This is an optimization exercise on Yosys and OpenROAD, whose aim is small area, a short achievable clock period and few clock cycles per item, not a production implementation.
Function was checked by simulation only, so behaviour that the tests miss may differ from the original.
Power figures rest on the tool's default switching activity, not on a simulated workload.

## flow/design.v (module list and top-level ports; edited modules follow where they fit)
// module maccol: 6932 lines
// module maccol_fa: 4 lines
module maccol (
    input  wire         clk,
    input  wire         rst,           
    input  wire         in_valid,
    output wire         in_ready,
    input  wire         int4,
    input  wire [255:0] a,
    input  wire [255:0] b,
    input  wire [31:0]  acc_in,
    output reg          out_valid,
    output reg  [31:0]  acc_out,
    output reg          acc_sat
);
  // ...
==> flow/flow/run.sh <==
#!/bin/bash
# The standard layout, with two changes to how it is made:
#  - the port buffers are the smallest plain buffer (every input and output
#    port still gets its own buffer);
#  - the clock tree uses larger sink clusters and no dummy loads.
set -euo pipefail
export BUFFER_PORTS_ARGS="-buffer_cell sky130_fd_sc_hd__buf_1"
export CTS_ARGS="-sink_clustering_enable -repair_clock_nets -dont_use_dummy_load -sink_clustering_size 30 -sink_clustering_max_diameter 80"
bash standard.sh > orfs_make.log 2>&1
==> flow/standard.sh <==
#!/bin/bash
# synth_recipe.tcl (not shown) runs the flow's synth.tcl, then flattens the netlist and writes it again
# the make line also repeats each setting of config.mk as NAME=value (left out here)
make -C /OpenROAD-flow-scripts/flow DESIGN_CONFIG=/design/flow/config.mk WORK_HOME=/design/flow/orfs CLKGATE_MAP_FILE= SYNTH_SCRIPT=/design/flow/synth_recipe.tcl "${@:-finish}"
==> flow/config.mk <==
export PLATFORM = sky130hd
export DESIGN_NAME = maccol
export DESIGN_NICKNAME = maccol
export VERILOG_FILES = /design/flow/design.v
export SDC_FILE = /design/flow/constraint.sdc
export NUM_CORES = 4
export LEC_CHECK = 0
export CAP_MARGIN = 20
export CORE_MARGIN = 2
export CORE_UTILIZATION = 65
export SLEW_MARGIN = 60
export SYNTH_HIERARCHICAL = 1
==> flow/constraint.sdc <==
create_clock -name core_clock -period 20.0 [get_ports {clk}]
set_input_delay 4.0000 -clock core_clock [delete_from_list [all_inputs] [get_ports {clk}]]
set_output_delay 4.0000 -clock core_clock [all_outputs]
set_load 0.01 [all_outputs]
==> results.ini, run 1 <==
[worst_setup_path]
cp.arrival_ns = 1.21
crit_type = register to primary output
crit_path_end = acc_out[13]
r2r_slack_ns = 14.89
slowest_delay_ns = 0.34
reg2reg_depth = 8

[place]
port-buffer-count = 581
place_ws_ns = 15.15
place.detailed.hpwl_um = 297000

[pwr]
power_density_mw_per_mm2 = 234
power_switching_share_pct = 52.5
top_power_group = combinational cells
p_leak_nw = 25.6

[clocking]
cts_tree = done
hold_buffers = 0
clockBufferDepth = 3
htree_levels = 2

[synthesis]
synth_warnings = 7
yosys_register_bits = 823
netlist_instances = 5896
synth_edf_count = 0
synth_top_cell_by_area = fa_1
yosysSeqAreaShare_pct = 23.4
netlist_top_cells_area = fa_1, dfxtp_1, nand2_1

[floorplanning]
rows = 120
die_w_um = 333
dieArea_mm2 = 0.111

[min_path]
hold_depth = 0

[run]
cap_violations = 0

[final_layout]
multi_input_gates = 4439
nNetsFinal = 8657
nFlopsAndLatches = 823
layout_commonest_cell = nand2_1
final_area_mm2 = 0.0736
multi_input_area_share_pct = 70.0

[sta]
fin_tns_setup_ns = 0
setup_viol = 0

[routing]
post_drt_via_cell_ratio = 7.17
routed_wirelength_um = 346000
drt_iter0_drc = 9639
top_layer_used = met5
antenna_left = 0

[run_status]
outcome = no timing/DRC/antenna violations

Testbench counts, summed over its fixed seeds: cycles 32,032, items 32,000.
==> run 2: changes to the inputs <==
--- a/flow/config.mk
+++ b/flow/config.mk
@@ -8,5 +8,5 @@
 export CAP_MARGIN = 20
 export CORE_MARGIN = 2
 export CORE_UTILIZATION = 65
-export SLEW_MARGIN = 60
+export SLEW_MARGIN = 40
 export SYNTH_HIERARCHICAL = 1
==> results.ini, run 2 <==
[worst_setup_path]
cp.required_ns = 20.51  ; was 16.00 ns
cp_slowest_cell = dfxtp_1  ; unchanged
crit_type = register to register  ; was register to primary output
slowest_delay_ns = 0.96  ; was 0.34 ns
crit_chain = nand2_1 > fa_1 > fa_1 > fa_1 > fa_1 > fa_1 > fa_1 > fa_1  ; was buf_1
cp.arrival_ns = 5.80  ; was 1.21 ns
setup.worst_path.start_class = register  ; unchanged
endpoint_kind = register  ; was primary output
path_max_fanout = 8  ; was 1
crit_top_cell = fa_1

[sta]
max-slew-margin-rel_pct = 34.9  ; was 54.2%
fin_tns_setup_ns = 0  ; unchanged
fin_crit_ns = 5.28  ; was 5.21 ns
finClkSkew_ns = 0.0931  ; was 0.130 ns
rsz0062_at_grt = false  ; unchanged
clock.fmax_mhz = 189  ; was 192 MHz
finalCritPeriodShare_pct = 26.4  ; was 26.1%
hold_viol = 0  ; unchanged
slew_viol_final = 0  ; unchanged
worst_pin_slew_ns = 0.975  ; was 0.686 ns
setup_viol = 0  ; unchanged

[place]
place_congestion = 1.33  ; unchanged
port-buffer-count = 581  ; unchanged
place.detailed.hpwl_um = 297000  ; about the same

[clocking]
cts_tree = done  ; unchanged
cts_root_buffer = clkbuf_16  ; unchanged
clockBufferDepth = 3  ; unchanged
htree_levels = 2  ; unchanged
post_cts_buffers = 0  ; unchanged
path_clk_slew_ns = 0.11  ; about the same
ctsResizeCount = 0  ; unchanged
clk_latency_ns = 0.72  ; was 0.74 ns
cts_sinks = 823  ; unchanged
hold_buffers = 0  ; unchanged
cts-buffers-inserted = 44  ; was 45

[synthesis]
yosys_register_bits = 823  ; unchanged
synth_nets = 8557  ; unchanged
netlist_instances = 5896  ; unchanged
yosys_most_used_dff = dfxtp_1  ; unchanged
avgSynthCellArea_um2 = 11.9  ; unchanged
synthArstFlopShare_pct = 0  ; unchanged
synth_area_mm2 = 0.0703  ; unchanged
synth_warnings = 7  ; unchanged
synthMostInstantiatedCell = nand2_1  ; unchanged
netlist_top_cells_area = fa_1, dfxtp_1, nand2_1  ; unchanged
synth_top_cell_by_area = fa_1  ; unchanged
yosysTopAreaCellShare_pct = 59.1  ; unchanged
synth_common_cells = nand2_1, fa_1, dfxtp_1  ; unchanged
synth_edf_count = 0  ; unchanged
synth.distinct_cells = 60  ; unchanged
yosysSeqAreaShare_pct = 23.4  ; unchanged

[pwr]
p_leak_nw = 25.6  ; about the same
power_density_mw_per_mm2 = 236  ; was 234 mW/mm^2
irDropWorstVdd_mv = 0.349  ; was 0.328 mV
p_total_mw = 17.4  ; was 17.2 mW

[routing]
routed_wirelength_um = 347000  ; was 346000 um
dr.pass1.iters = 11  ; was 12
antenna_left = 0  ; unchanged
post_drt_via_cell_ratio = 7.19  ; was 7.17
drc_errors = 0  ; unchanged
drt_iter0_drc = 9450  ; was 9639
wl_per_cell_um = 46.7  ; about the same
vias = 53400  ; was 53.2k

[global_routing]
grt_usage_pct = 64.2  ; was 64.0%
antenna_found_initial = 34  ; was 31
grt_pass1_vias = 54700  ; was 54.9k
grt.overflow.total = 0  ; unchanged
grt_pass1_wl_um = 458000  ; about the same
grt_max_degree = 54  ; was 39

[run]
cap_violations = 0  ; unchanged

[final_layout]
area_growth_pct = 4.51  ; was 4.68%
final_cell_mix = nand2_1, fa_1, dfxtp_1  ; unchanged
reg_top3 = ra: 256 flops, rb: 256 flops  ; unchanged
nNetsFinal = 8655  ; was 8657
layout_commonest_cell = nand2_1  ; unchanged
drive_gt1_share_pct = 1.42  ; was 2.24%

[floorplanning]
dieArea_mm2 = 0.111  ; unchanged
die_y_um = 333  ; unchanged
io_pins = 583  ; unchanged
die_w_um = 333  ; unchanged
rows = 120  ; unchanged
start_util_pct = 65.5  ; unchanged
fp.coreArea_mm2 = 0.107  ; unchanged

[min_path]
min_path_type = register to register  ; unchanged

[run_status]
outcome = no timing/DRC/antenna violations  ; unchanged

-- run 2: cell counts after synthesis --
Identical to the previous run, type by type.
-- run 2: report_power, final --
group          total [mW]  switching [mW]  leakage [nW]  internal [mW]
Sequential           2.65           0.361          6.94           2.29
Combinational        13.8            8.25          18.1           5.51
Clock               0.943           0.552         0.542          0.391
-- run 2: Yosys stat by module (local to each module, per instance) --
module	area [um^2]	cells inside
maccol	28800	3823
maccol_fa	20.0	1
-- run 2: cells by family (layout without fill, tap and decap cells) --
logic type / Yosys count / count (layout) / synth area share, %
fa+ha+maj: 2113 / 2113 / 59.8
flops: 823 / 823 / 23.4
simple gates: 2209 / 2209 / 12.2
mux: 1 / 1 / 0.0160
compound gates: 92 / 92 / 0.899
other cells: 1 / 38 / 0.00534
buf+inv: 634 / 730 / 3.39
xor+xnor: 23 / 23 / 0.287
-- run 2: final timing paths --
kind | start | slack, ns | endpoint | cells past startpoint
worst min-delay path | q1_5899 | 0.34 | q2_6633 | 0
worst max-delay path | ra[4] | 14.72 | q1_5956 | 8
worst max register to register | ra[4] | 14.72 | q1_5956 | 8
worst min register to register | q1_5899 | 0.34 | q2_6633 | 0
-- run 2: worst max-delay path, delay by kind of cell (launching register included) --
kind	cells	cell delay (ns)
flip-flops	1	0.96
adder cells (fa/ha/maj)	7	3.77
AND/OR/NAND/NOR	1	0.36
-- run 2: layout make-up --
class,count,area (um^2)
diodes,37,92.6
flip-flops and latches,823,16500
inverters,101,379
clock buffers,44,1100
multi-input cells,4439,51400
repair buffers,585,2220
well taps,1403,1760
fillers,7722,33800
-- run 2: metrics by stage --
step / setup WS [ns] / util [%] / hold WS (ns) / area (um^2) / cells
after floorplan: 15.32 / - / 0.310 / 70300 / 5896
after global placement: 14.98 / 67.4 / 0.313 / 72200 / 7350
after detailed placement: 15.00 / 67.4 / 0.313 / 72200 / 7351
after CTS: 14.78 / 68.4 / 0.339 / 73300 / 7395
after global routing: 14.77 / 68.5 / 0.345 / 73400 / 7410
final: 14.72 / 68.5 / 0.340 / 73400 / 7432
-- run 2: routing by layer --
layer | wire, um | vias to the layer above | global-route usage [%] | part of all wire, %
met5 | 1280 | - | 8.81 | 0.37
met4 | 47800 | 28 | 60.2 | 14
met3 | 70100 | 2355 | 44.9 | 20
met2 | 132000 | 6973 | 83.6 | 38
met1 | 96300 | 26500 | 66.8 | 28
li1 | - | 17600 | - | -
==> run 3: changes to the inputs <==
==> flow/flow/run.sh (replaced) <==
#!/bin/bash
# The standard layout, with two changes to how it is made:
#  - the port buffers are the smallest plain buffer (every input and output
#    port still gets its own buffer);
#  - the clock tree uses its own sink cluster limits and no dummy loads.
set -euo pipefail
export BUFFER_PORTS_ARGS="-buffer_cell sky130_fd_sc_hd__buf_1"
export CTS_ARGS="-sink_clustering_enable -repair_clock_nets -dont_use_dummy_load -sink_clustering_size 24 -sink_clustering_max_diameter 60"
bash standard.sh > orfs_make.log 2>&1
--- a/flow/config.mk
+++ b/flow/config.mk
@@ -8,5 +8,5 @@
 export CAP_MARGIN = 20
 export CORE_MARGIN = 2
 export CORE_UTILIZATION = 65
-export SLEW_MARGIN = 40
+export SLEW_MARGIN = 60
 export SYNTH_HIERARCHICAL = 1
==> results.ini, run 3 <==
[final_layout]
final_cell_mix = nand2_1, fa_1, dfxtp_1  ; unchanged
fin_cells = 7445  ; was 7432
reg_top3 = ra: 256 flops, rb: 256 flops  ; unchanged
nNetsFinal = 8683  ; was 8655
layout_commonest_cell = nand2_1  ; unchanged
final_area_mm2 = 0.0742  ; was 0.0734 mm^2
drive_gt1_share_pct = 2.62  ; was 1.42%
area_growth_pct = 5.58  ; was 4.51%

[worst_setup_path]
rr_endpoint = q1_5870  ; was q1_5956
cp.depth = 1  ; was 8
cp_slowest_cell = dfxtp_1  ; unchanged
path_max_fanout = 1  ; was 8
endpoint_kind = primary output  ; was register
cp.required_ns = 16.00  ; was 20.51 ns
reg2reg_depth = 8  ; unchanged
cp_top_family = flip-flops  ; was adder cells
cp.arrival_ns = 1.22  ; was 5.80 ns
path_buf_inv = 1  ; was 0
crit_chain = buf_1  ; was nand2_1 > fa_1 > fa_1 > fa_1 > fa_1 > fa_1 > fa_1 > fa_1
slowest_delay_ns = 0.32  ; was 0.96 ns
r2r_slack_ns = 14.94  ; was 14.72 ns
setup.worst_path.start_class = register  ; unchanged
r2r_start = rb[218]  ; was ra[4]
crit_type = register to primary output  ; was register to register

[routing]
drc_errors = 0  ; unchanged
vias = 53400  ; about the same
dr.pass1.iters = 17  ; was 11
antenna_left = 0  ; unchanged
wl_per_cell_um = 46.9  ; was 46.7 um
drt_iter0_drc = 9487  ; was 9450
routed_wirelength_um = 349000  ; was 347000 um
post_drt_via_cell_ratio = 7.17  ; was 7.19

[min_path]
hold_path_end = q2_6635  ; was q2_6633
hp-start = q1_5901  ; was q1_5899
min_path_type = register to register  ; unchanged
hold_depth = 0  ; unchanged

[synthesis]
netlist_top_cells_area = fa_1, dfxtp_1, nand2_1  ; unchanged
synth_nets = 8557  ; unchanged
synth.distinct_cells = 60  ; unchanged
synth_common_cells = nand2_1, fa_1, dfxtp_1  ; unchanged
synth_area_mm2 = 0.0703  ; unchanged
synth_warnings = 7  ; unchanged
yosys_most_used_dff = dfxtp_1  ; unchanged
yosysTopAreaCellShare_pct = 59.1  ; unchanged
synthArstFlopShare_pct = 0  ; unchanged
avgSynthCellArea_um2 = 11.9  ; unchanged
synth_edf_count = 0  ; unchanged
synthMostInstantiatedCell = nand2_1  ; unchanged
yosys_register_bits = 823  ; unchanged
synth_top_cell_by_area = fa_1  ; unchanged
netlist_instances = 5896  ; unchanged
yosysSeqAreaShare_pct = 23.4  ; unchanged

[sta]
hold_viol = 0  ; unchanged
finalCritPeriodShare_pct = 26.1  ; was 26.4%
clock.fmax_mhz = 192  ; was 189 MHz
finClkSkew_ns = 0.123  ; was 0.0931 ns
max-slew-margin-rel_pct = 52.0  ; was 34.9%
worst_pin_slew_ns = 0.718  ; was 0.975 ns
slew_viol_final = 0  ; unchanged
setup_viol = 0  ; unchanged
fin_tns_setup_ns = 0  ; unchanged
rsz0062_at_grt = false  ; unchanged
fin_crit_ns = 5.22  ; was 5.28 ns
timing.final.ws_setup_ns = 14.78  ; was 14.72 ns

[place]
place.detailed.hpwl_um = 297000  ; about the same
placed_cells = 7352  ; was 7351
port-buffer-count = 581  ; unchanged
place_congestion = 1.33  ; unchanged
place_area_mm2 = 0.0723  ; was 0.0722 mm^2
place_ws_ns = 15.15  ; was 15.00 ns

[floorplanning]
start_util_pct = 65.5  ; unchanged
die_w_um = 333  ; unchanged
die_y_um = 333  ; unchanged
rows = 120  ; unchanged
io_pins = 583  ; unchanged
fp.coreArea_mm2 = 0.107  ; unchanged
dieArea_mm2 = 0.111  ; unchanged

[global_routing]
grt.overflow.total = 0  ; unchanged
grt_pass1_wl_um = 461000  ; was 458000 um
grt_usage_pct = 64.6  ; was 64.2%
grt_max_degree = 39  ; was 54
antenna_found_initial = 23  ; was 34
grt_pass1_vias = 55600  ; was 54.7k

[clocking]
htree_levels = 3  ; was 2
cts_tree = done  ; unchanged
cts-buffers-inserted = 71  ; was 44
hold_buffers = 0  ; unchanged
ctsResizeCount = 0  ; unchanged
cts_sinks = 823  ; unchanged
clockBufferDepth = 3  ; unchanged
path_clk_slew_ns = 0.09  ; was 0.11 ns
clk_latency_ns = 0.76  ; was 0.72 ns
post_cts_buffers = 0  ; unchanged
cts_root_buffer = clkbuf_16  ; unchanged

[run_status]
outcome = no timing/DRC/antenna violations  ; unchanged

[pwr]
p_leak_nw = 25.9  ; was 25.6 nW
irDropWorstVdd_mv = 0.437  ; was 0.349 mV
power_density_mw_per_mm2 = 237  ; was 236 mW/mm^2

[run]
cap_violations = 0  ; unchanged

run 3: worst max path at each step:
stage / endpoint / slack (ns) / start
floorplan: q2_6612 / 15.32 / rm1_6046
global placement: q1_5946 / 14.98 / ra[4]
detailed placement: q2_6612 / 15.15 / q1_5938
CTS: acc_out[27] / 14.76 / acc_out[27]
global route: acc_out[27] / 14.73 / acc_out[27]
finish: acc_out[10] / 14.78 / acc_out[10]
run 3: per-layer routing:
metal  wire, um  track usage, %  share of wire (%)  up-vias
li1           -               -                  -    17600
met1      97500            67.5                 28    26500
met2     132000            84.2                 38     6922
met3      68900            43.8                 20     2348
met4      48800            61.2                 14       42
met5       1800            13.7               0.51        -
run 3: modules after synthesis, one instance, submodules excluded:
module,times used,flops+latches,cells
maccol,1,823,3823
maccol_fa,2073,0,1
run 3: logic make-up (layout without fill, tap and decap cells):
kind of cell    count (synthesis)  after routing  share of synthesized area, %
simple gates                 2209           2209                          12.2
flops                         823            823                          23.4
xor+xnor                       23             23                         0.287
compound gates                 92             92                         0.899
fa+ha+maj                    2113           2113                          59.8
buf+inv                       634            758                          3.39
other cells                     1             23                       0.00534
mux                             1              1                        0.0160
run 3: stage by stage:
stage / util (%) / hold WS, ns / power (mW)
2_1_floorplan: - / 0.310 / 9.53
3_3_place_gp: 67.4 / 0.313 / 14.9
3_5_place_dp: 67.5 / 0.312 / 15.3
4_1_cts: 69.1 / 0.305 / 16.5
5_1_grt: 69.2 / 0.315 / 18.0
6_report: 69.2 / 0.313 / 17.6
run 3: cell type report:
type | instances | area, um^2
inverters | 101 | 382
repair buffers | 586 | 2250
clock buffers | 71 | 1780
fillers | 7505 | 33000
well taps | 1403 | 1760
diodes | 22 | 55.1
multi-input cells | 4439 | 51500
flip-flops and latches | 823 | 16500
run 3: where the power goes:
group / leakage (nW) / switching (mW) / internal (mW)
sequential: 6.94 / 0.363 / 2.29
combinational: 18.1 / 8.21 / 5.50
clock: 0.875 / 0.605 / 0.622

==> port drivers added, routing unchanged <==
Ports are ideal in the flow. The routed layouts listed here were re-timed in OpenROAD. Step 1, drivers: a clkbuf_16 drives clk and a buf_2 each remaining input, both assumed. Step 2 moves the port delays by t, midway between the first and last clock arrival at a register: inputs arrive t later, outputs are due t later. That takes back most of the time a late clock gives input paths. Three values: ideal ports, drivers, drivers and shift; two values: the first two.
run	t (ns)	setup slack, ns	hold WS [ns]
run 1	0.761	14.788 / 14.700 / 14.886	0.345 / 0.345 / 0.345
run 2	0.767	14.716 / 14.712 / 14.716	0.340 / 0.340 / 0.340
run 3	0.780	14.779 / 14.692 / 14.936	0.313 / 0.313 / 0.313
After both steps every run listed still meets setup and hold.
